Background: an optimization exercise with open tools, aiming at small area. Do not read the settings as production practice.
At most, simulation tests tie the RTL to the original design; equivalence was not proved.
Power and IR drop assume default switching activity.

rev 12:
Design sd_channel, start of the top module:
module sd_channel (
  input  wire        clk,
  input  wire        rst,
  input  wire        start,
  input  wire [9:0]  osr,
  input  wire [6:0]  fosr,
  input  wire [3:0]  qual,
  input  wire        en_hi,
  input  wire        en_lo,
  input  wire [15:0] hi,
  input  wire [15:0] lo,
  input  wire        bit_valid,
  input  wire        bit_in,
  output wire        main_valid,
  output wire [23:0] main_code,
  output wire        main_ovr,
  output wire        fast_valid,
  output wire [15:0] fast_code,
  output wire        trip_hi,
  output wire        trip_lo,
  output reg         lost
);
==> flow/config.mk <==
export PLATFORM = sky130hd
export DESIGN_NAME = sd_channel
export DESIGN_NICKNAME = sd_channel
export VERILOG_FILES = /design/flow/design.v
export SDC_FILE = /design/flow/constraint.sdc
export NUM_CORES = 4
export LEC_CHECK = 0
export CAP_MARGIN = 20
export CORE_MARGIN = 2
export CORE_UTILIZATION = 40
export CTS_BUF_LIST = sky130_fd_sc_hd__clkbuf_16
export CTS_CLUSTER_DIAMETER = 80
export CTS_CLUSTER_SIZE = 28
export SLEW_MARGIN = 20
==> flow/constraint.sdc <==
create_clock -name core_clock -period 10.0 [get_ports {clk}]
set_input_delay 2.0000 -clock core_clock [delete_from_list [all_inputs] [get_ports {clk}]]
set_output_delay 2.0000 -clock core_clock [all_outputs]
set_load 0.01 [all_outputs]
run.sh (not shown) runs the stock make flow with config.mk's settings and CLKGATE_MAP_FILE= SYNTH_SCRIPT=/design/flow/synth_recipe.tcl, a recipe that flattens the netlist after the stock synthesis.
Rev 12 finished all stages; the layout is clean.
Inputs modified between rev 12 and rev 13:
Settings: swapping 28 for 16 in CTS_CLUSTER_SIZE; swapping 80 for 60 in CTS_CLUSTER_DIAMETER; swapping sky130_fd_sc_hd__clkbuf_16 for sky130_fd_sc_hd__clkbuf_8 in CTS_BUF_LIST.
==> comparison <==
Compared with rev 12, rev 13 shows number of global-route vias before repair that has gone up slightly. Of rev 12 and rev 13, rev 13 shows the higher global-route wire length before repair, with rev 12 below it. Per the comparison of rev 13 with rev 12, average detailed-routed wire length per instance ~0 delta, routed wire length +320 µm, worst setup slack -0.091 ns. On global-route usage, rev 12 tracks rev 13 almost exactly. Rev 12 and rev 13 ended up with nearly the same per-cell via count in the routed design. Headroom to the max-slew limit on rev 13 is behind rev 12. Number of multi-input combinational cells came out exactly the same in rev 12 and rev 13.
No run of this note included a check of the RTL's function; only the layout flow was run.

========
Setup of Q:
sd_channel, a different RTL version from the one above (not shown whole).
For scale: ~2,200 cells after synthesis, about 560 flip-flops, about 110 I/O pins, ~23,000 um2 of cells after synthesis.
==> flow/design.v (excerpt) <==
module sd_channel (
  input  wire        clk,
  input  wire        rst,
  input  wire        start,
  input  wire [9:0]  osr,
  input  wire [6:0]  fosr,
  input  wire [3:0]  qual,
  input  wire        en_hi,
  input  wire        en_lo,
  input  wire [15:0] hi,
  input  wire [15:0] lo,
  input  wire        bit_valid,
  input  wire        bit_in,
  output wire        main_valid,
  output wire [23:0] main_code,
  output wire        main_ovr,
  output wire        fast_valid,
  output wire [15:0] fast_code,
  output wire        trip_hi,
  output wire        trip_lo,
  output reg         lost
);
  reg  [9:0]  r;
  reg  [6:0]  f;
  reg  [3:0]  qu;
  reg         cen_hi, cen_lo;
  reg  [15:0] thr_hi, thr_lo;
  always @(posedge clk) begin
    if (start) begin
      r      <= osr;
      f      <= fosr;
      qu     <= qual;
      cen_hi <= en_hi;
      cen_lo <= en_lo;
      thr_hi <= hi;
      thr_lo <= lo;
    end
  end
  wire [9:0] rm1 = r - 10'd1;
  wire [6:0] fm1 = f - 7'd1;
  reg running;
  wire take = running && bit_valid;
  reg       have_last;
  reg       last_bit;
  reg [8:0] run_len;
  wire       same  = have_last && (bit_in == last_bit);
  ...
Settings: LEC_CHECK=0, CAP_MARGIN=20, CORE_MARGIN=2, CORE_UTILIZATION=40, SLEW_MARGIN=20; clock period 10.0 ns.
Q has completed all stages; timing, DRC and antenna checks passed.
### Q -> S
# Q
export LEC_CHECK = 0
export CAP_MARGIN = 20
export CORE_MARGIN = 2
export CORE_UTILIZATION = 40
export SLEW_MARGIN = 20
create_clock -name core_clock -period 10.0 [get_ports {clk}]
# S
export LEC_CHECK = 0
export ABC_AREA = 1
export CAP_MARGIN = 20
export CORE_MARGIN = 2
export CORE_UTILIZATION = 60
export SLEW_MARGIN = 20
create_clock -name core_clock -period 10.0 [get_ports {clk}]
[summary]
Via total after detailed routing ends up lower on Q.
Vertical extent of the die came out lower on S than on Q.
Of the two values seen for worst-path cell with the longest stage delay, clkdlybuf4s50_1 was produced by S and a32oi_2 by Q.
Compared with Q, S ends up with less cell area.
S ends up with lower final cycle utilization of the critical path than Q does.
Summary of S over Q: worst slack after detailed placement went up 0.96 ns, register-to-register setup slack went down 0.04 ns, global-route total usage across every layer went up 8.2 points, multi-input combinational area share went down 1.9 points, total of clock buffers placed in the layout went down 4.
In S the cell area after synthesis turned out 220 um2 higher than in Q.

========
sd_channel, a different RTL version from the one above (not shown whole).
Size in the first run: roughly 560 flip-flops, about 22,000 sq um of cells after synthesis.
Design sd_channel, start of the top module:
module sd_channel (
  input  wire        clk,
  input  wire        rst,
  input  wire        start,
  input  wire [9:0]  osr,
  input  wire [6:0]  fosr,
  input  wire [3:0]  qual,
  input  wire        en_hi,
  input  wire        en_lo,
  input  wire [15:0] hi,
  input  wire [15:0] lo,
  input  wire        bit_valid,
  input  wire        bit_in,
  output wire        main_valid,
  output wire [23:0] main_code,
  output wire        main_ovr,
  output wire        fast_valid,
  output wire [15:0] fast_code,
  output wire        trip_hi,
  output wire        trip_lo,
  output reg         lost
);
Settings: LEC_CHECK=0, CAP_MARGIN=20, CORE_MARGIN=2, CORE_UTILIZATION=60, CTS_BUF_LIST=sky130_fd_sc_hd__clkbuf_8, CTS_CLUSTER_DIAMETER=60, CTS_CLUSTER_SIZE=16, SLEW_MARGIN=20; clock period 10.0 ns.
standard.sh (not shown) runs the stock make flow with config.mk's settings and CLKGATE_MAP_FILE= SYNTH_SCRIPT=/design/flow/synth_recipe.tcl, a recipe that flattens the netlist after the stock synthesis.
==> flow/flow/run.sh <==
#!/bin/bash
# The standard layout (the standard.sh, standard synthesis unchanged), with
# two placement/CTS choices passed to ORFS through its own variables:
#  - every input and output port is still buffered, by buf_1 rather than the
#    delay buffer buffer_ports picks by default;
#  - clock tree synthesis without dummy loads.
# make's full output goes to standard_flow.log; each ORFS step keeps its own
# log under orfs/logs/.
set -euo pipefail
export BUFFER_PORTS_ARGS="-buffer_cell sky130_fd_sc_hd__buf_1"
export CTS_ARGS="-sink_clustering_enable -repair_clock_nets -dont_use_dummy_load -sink_clustering_size 16 -sink_clustering_max_diameter 60 -buf_list sky130_fd_sc_hd__clkbuf_8"
bash standard.sh finish > standard_flow.log 2>&1
The baseline finished clean.
Rerun with:
--- a/flow/flow/run.sh
+++ b/flow/flow/run.sh
@@ -9,4 +9,4 @@
 set -euo pipefail
 export BUFFER_PORTS_ARGS="-buffer_cell sky130_fd_sc_hd__buf_1"
-export CTS_ARGS="-sink_clustering_enable -repair_clock_nets -dont_use_dummy_load -sink_clustering_size 16 -sink_clustering_max_diameter 60 -buf_list sky130_fd_sc_hd__clkbuf_8"
+export CTS_ARGS="-sink_clustering_enable -repair_clock_nets -dont_use_dummy_load -sink_clustering_size 9 -sink_clustering_max_diameter 45 -buf_list sky130_fd_sc_hd__clkbuf_4"
 bash standard.sh finish > standard_flow.log 2>&1
- CORE_UTILIZATION: 60 -> 40
- CTS_BUF_LIST: sky130_fd_sc_hd__clkbuf_8 -> sky130_fd_sc_hd__clkbuf_4
- CTS_CLUSTER_DIAMETER: 60 -> 45
- CTS_CLUSTER_SIZE: 16 -> 9
Result: First-iteration DRC count is lower by 28%. Total power is lower by 0.30%. Non-clock buffer count stays the same. Worst setup slack is worse by 140 ps.
Rerun with:
--- a/flow/flow/run.sh
+++ b/flow/flow/run.sh
@@ -9,4 +9,4 @@
 set -euo pipefail
 export BUFFER_PORTS_ARGS="-buffer_cell sky130_fd_sc_hd__buf_1"
-export CTS_ARGS="-sink_clustering_enable -repair_clock_nets -dont_use_dummy_load -sink_clustering_size 9 -sink_clustering_max_diameter 45 -buf_list sky130_fd_sc_hd__clkbuf_4"
+export CTS_ARGS="-sink_clustering_enable -repair_clock_nets -dont_use_dummy_load -sink_clustering_size 16 -sink_clustering_max_diameter 60 -buf_list sky130_fd_sc_hd__clkbuf_8"
 bash standard.sh finish > standard_flow.log 2>&1
- ABC_AREA: default -> 1
- CTS_BUF_LIST: sky130_fd_sc_hd__clkbuf_4 -> sky130_fd_sc_hd__clkbuf_8
- CTS_CLUSTER_DIAMETER: 45 -> 60
- CTS_CLUSTER_SIZE: 9 -> 16
- The new run finished with timing, DRC and antenna clean
- final area came out higher slightly
- worst setup slack gets better by 560 ps
- power came out lower slightly
- worst hold slack hardly moves
- non-clock buffer count came out lower by 6
- clock skew came out lower by 15 ps
- wire length came out higher slightly
Rerun with:
- ABC_AREA: 1 -> default
=> Area after synthesis goes down by 0.38%; die area fell by 0.38%; combinational power rose by about 3%; design area shrinks by 0.40%; setup slack got worse by 550 ps; clock power barely changes; flip-flop and latch count stays the same; cell count drops by 12%; via count goes down by 8.5%.

========
PW:
sd_channel, a different RTL version from the one above (not shown whole).
For scale: ~560 flip-flops.
==> flow/design.v (excerpt) <==
module sd_channel (
  input  wire        clk,
  input  wire        rst,
  input  wire        start,
  input  wire [9:0]  osr,
  input  wire [6:0]  fosr,
  input  wire [3:0]  qual,
  input  wire        en_hi,
  input  wire        en_lo,
  input  wire [15:0] hi,
  input  wire [15:0] lo,
  input  wire        bit_valid,
  input  wire        bit_in,
  output wire        main_valid,
  output wire [23:0] main_code,
  output wire        main_ovr,
  output wire        fast_valid,
  output wire [15:0] fast_code,
  output wire        trip_hi,
  output wire        trip_lo,
  output reg         lost
);
  reg  [9:0]  rm1;        
  reg  [6:0]  f;
  reg  [3:0]  qu;
  reg         cen_hi, cen_lo;
  reg  [15:0] thr_hi, thr_lo;
  always @(posedge clk) begin
    if (start) begin
      rm1    <= osr_m1;
      f      <= fosr;
      qu     <= qual;
      cen_hi <= en_hi;
      cen_lo <= en_lo;
      thr_hi <= hi;
      thr_lo <= lo;
    end
  end
  wire [9:0] osr_m1 = osr - 10'd1;
  wire [6:0] fm1 = f - 7'd1;
  reg running;
  wire take = running && bit_valid;
  reg       have_last;
  reg       last_bit;
  reg [8:0] run_len;
  wire       same  = have_last && (bit_in == last_bit);
  wire       stuck = same && (run_len == 9'd255);
  wire       eval  = take && !stuck;
  always @(posedge clk) begin
    if (rst) begin
      running <= 1'b0;
      lost    <= 1'b0;
    end else if (start) begin
      running <= 1'b1;
      lost    <= 1'b0;
    end else if (take && stuck) begin
      running <= 1'b0;
      lost    <= 1'b1;
    end
  end
  always @(posedge clk) begin
    if (start) begin
      have_last <= 1'b0;
      run_len   <= 9'd0;
    end else if (take) begin
      have_last <= 1'b1;
      last_bit  <= bit_in;
      run_len   <= same ? run_len + 9'd1 : 9'd0;
    end
  end
  reg       pbit;         
  reg       upd;          
  reg       va, vb, vf;   
  reg [6:0] nb;           
  reg       wr;           
  always @(posedge clk) begin
    if (rst) upd <= 1'b0;
    else     upd <= eval;
    if (eval) begin
      pbit <= bit_in;
      va   <= wr || (nb >= f);
      vb   <= wr || ({1'b0, nb} >= {f, 1'b0});
  ...
==> flow/config.mk <==
export PLATFORM = sky130hd
export DESIGN_NAME = sd_channel
export DESIGN_NICKNAME = sd_channel
export VERILOG_FILES = /design/flow/design.v
export SDC_FILE = /design/flow/constraint.sdc
export NUM_CORES = 4
export LEC_CHECK = 0
export CAP_MARGIN = 20
export CORE_MARGIN = 2
export CORE_UTILIZATION = 40
export CTS_BUF_LIST = sky130_fd_sc_hd__clkbuf_4
export SLEW_MARGIN = 20
==> flow/constraint.sdc <==
create_clock -name core_clock -period 10.0 [get_ports {clk}]
set_input_delay 2.0000 -clock core_clock [delete_from_list [all_inputs] [get_ports {clk}]]
set_output_delay 2.0000 -clock core_clock [all_outputs]
set_load 0.01 [all_outputs]
run.sh (not shown) runs the stock make flow with config.mk's settings and CLKGATE_MAP_FILE= SYNTH_SCRIPT=/design/flow/synth_recipe.tcl, a recipe that flattens the netlist after the stock synthesis.
Stock flow here: none of the scripts above is used.
### PW -> JK
-- flow/config.mk --
<<< PW, line 10
export CORE_UTILIZATION = 40
export CTS_BUF_LIST = sky130_fd_sc_hd__clkbuf_4
export SLEW_MARGIN = 20
>>> JK, line 10
export CORE_UTILIZATION = 40
export CTS_BUF_LIST = sky130_fd_sc_hd__clkbuf_8
export SLEW_MARGIN = 20
- Going from PW to JK, fraction of final layout cells with drive strength greater than 1 down 3.3 points, mean routed wirelength per cell up 2.3%.
- Compared to PW, the router laid down less metal wire for JK.
- JK does worse than PW on final standard cell area without fillers.
- On JK: detailed route wirelength on metal3 is 12% lower than what PW gave.
- Measured against each other, JK and PW differ in global-route usage, the lower figure coming from JK.
- Number of global-route vias before repair in JK is 515 below PW.
Function was not checked in any run of this note: the RTL went through the layout flow alone.

========
sd_channel, a different RTL version from the one above (not shown whole).
Size: about 560 flip-flops, ~110 I/O pins, ~21000 µm² of cells after synthesis.
export LEC_CHECK = 0
export CAP_MARGIN = 20
export CORE_MARGIN = 2
export CORE_UTILIZATION = 40
export CTS_BUF_LIST = sky130_fd_sc_hd__clkbuf_8
export CTS_CLUSTER_DIAMETER = 60
export CTS_CLUSTER_SIZE = 16
export SLEW_MARGIN = 20
create_clock -name core_clock -period 10.0 [get_ports {clk}]
standard.sh (not shown) runs the stock make flow with config.mk's settings and CLKGATE_MAP_FILE= SYNTH_SCRIPT=/design/flow/synth_recipe.tcl, a recipe that flattens the netlist after the stock synthesis.
==> flow/flow/run.sh <==
#!/bin/bash
# The standard layout (the standard.sh, standard synthesis unchanged), with
# two placement/CTS choices passed to ORFS through its own variables:
#  - every input and output port is still buffered, by buf_1 rather than the
#    delay buffer buffer_ports picks by default;
#  - clock tree synthesis without dummy loads.
# make's full output goes to standard_flow.log; each ORFS step keeps its own
# log under orfs/logs/.
set -euo pipefail
export BUFFER_PORTS_ARGS="-buffer_cell sky130_fd_sc_hd__buf_1"
export CTS_ARGS="-sink_clustering_enable -repair_clock_nets -dont_use_dummy_load -sink_clustering_size 16 -sink_clustering_max_diameter 60 -buf_list sky130_fd_sc_hd__clkbuf_8"
bash standard.sh finish > standard_flow.log 2>&1
The first run completed, yet does not pass: setup timing.
Then changed:
==> flow/run.sh (new file) <==
#!/bin/bash
# synth_recipe.tcl (not shown) runs the flow's synth.tcl, then flattens the netlist and writes it again
# the make line also repeats each setting of config.mk as NAME=value (left out here)
make -C /OpenROAD-flow-scripts/flow DESIGN_CONFIG=/design/flow/config.mk WORK_HOME=/design/flow/orfs CLKGATE_MAP_FILE= SYNTH_SCRIPT=/design/flow/synth_recipe.tcl finish
removed: flow/flow/run.sh
removed: flow/standard.sh
- The changed run finished with setup timing left
- routed wire length drops by 0.31%
- area after synthesis is unchanged
- clock-buffer cell count rose by 3
- total power grows by 6.9%
- cell area goes up by 4.1%
- clock skew came out lower by 0.028 ns
- via count grows by 0.80%
- critical path depth decreases by 3
- sequential cell count stays the same
- utilization climbs by 1.8 points
- worst setup slack got worse by 0.039 ns

========
## onyx
sd_channel, a different RTL version from the one above (not shown whole).
Size: roughly 1,800 cells after synthesis.
clock: 10.0 ns
lec_check: 0
cap_margin: 20
core_margin: 2
core_utilization: 40
cts_buf_list: sky130_fd_sc_hd__clkbuf_8
cts_cluster_diameter: 60
cts_cluster_size: 16
slew_margin: 20
run.sh (not shown) runs the stock make flow with config.mk's settings and CLKGATE_MAP_FILE= SYNTH_SCRIPT=/design/flow/synth_recipe.tcl, a recipe that flattens the netlist after the stock synthesis.
Stock flow here: none of the scripts above is used.
onyx finished end to end and its layout was clean on timing, DRC and antenna.
> inputs changed (onyx -> quartz)
==> flow/flow/run.sh (new file) <==
#!/bin/bash
# The standard layout (the standard.sh, standard synthesis unchanged), with
# two placement/CTS choices passed to ORFS through its own variables:
#  - every input and output port is still buffered, by buf_1 rather than the
#    delay buffer buffer_ports picks by default;
#  - clock tree synthesis without dummy loads.
# make's full output goes to standard_flow.log; each ORFS step keeps its own
# log under orfs/logs/.
set -euo pipefail
export BUFFER_PORTS_ARGS="-buffer_cell sky130_fd_sc_hd__buf_1"
export CTS_ARGS="-sink_clustering_enable -repair_clock_nets -dont_use_dummy_load -sink_clustering_size 16 -sink_clustering_max_diameter 60 -buf_list sky130_fd_sc_hd__clkbuf_8"
bash standard.sh finish > standard_flow.log 2>&1
==> flow/standard.sh (new file) <==
#!/bin/bash
# synth_recipe.tcl (not shown) runs the flow's synth.tcl, then flattens the netlist and writes it again
# the make line also repeats each setting of config.mk as NAME=value (left out here)
make -C /OpenROAD-flow-scripts/flow DESIGN_CONFIG=/design/flow/config.mk WORK_HOME=/design/flow/orfs CLKGATE_MAP_FILE= SYNTH_SCRIPT=/design/flow/synth_recipe.tcl "${@:-finish}"
removed: flow/run.sh
## What came out
Comparing onyx against quartz, there is no change at all in share of synthesized registers carrying an async set or reset. quartz vs. onyx: via count of the first global-routing pass moved down; number of standard cells in the final layout excluding fillers moved down; met3 wire length moved up. Diff onyx and quartz: wire length higher in onyx. Higher hold slack goes to onyx over quartz. Relative to onyx, maximum frequency has gone up in quartz.

re-timing with driven ports:
No port has a modelled driver above. Below, the same layouts with a new extraction and two added sets of constraints.
Step 1 assumes that a clkbuf_16 drives the clock port and a buf_2 every other input.
Step 2 adds t to the input delays and takes it off the output delays; t is the mean of the earliest and latest rising clock arrival at the registers after step 1. Input paths then give back, and output paths get back, about the clock's delay inside the block.
a / b / c = ideal ports / drivers / drivers and shift; a / b = the first two.
run | t, ns | setup WS [ns] | worst data-port slew with drivers (ns)
rev 12 | 0.608 | 2.524 / 2.513 / 2.524 | 0.06
rev 13 | 0.686 | 2.433 / 2.386 / 2.526 | 0.06
Q | 0.652 | 0.715 / 0.660 / 1.312 | 0.07
S | 0.656 | 1.304 / 1.247 / 1.903 | 0.08
the first run of note 3 | 0.652 | 2.077 / 2.077 / 2.077 | 0.07
the second run of note 3 | 0.809 | 1.933 / 1.933 / 1.933 | 0.08
the third run of note 3 | 0.654 | 2.490 / 2.490 / 2.490 | 0.06
the fourth run of note 3 | 0.648 | 1.936 / 1.936 / 1.936 | 0.08
PW | 0.986 | 1.308 / 1.308 / 1.308 | 0.06
JK | 0.717 | 1.293 / 1.293 / 1.293 | 0.06
the first run of note 5 | 0.657 | -0.227 / -0.227 / -0.227 | 0.08
the second run of note 5 | 0.675 | -0.266 / -0.266 / -0.266 | 0.07
onyx | 0.682 | 1.801 / 1.801 / 1.801 | 0.07
quartz | 0.644 | 2.096 / 2.096 / 2.096 | 0.07
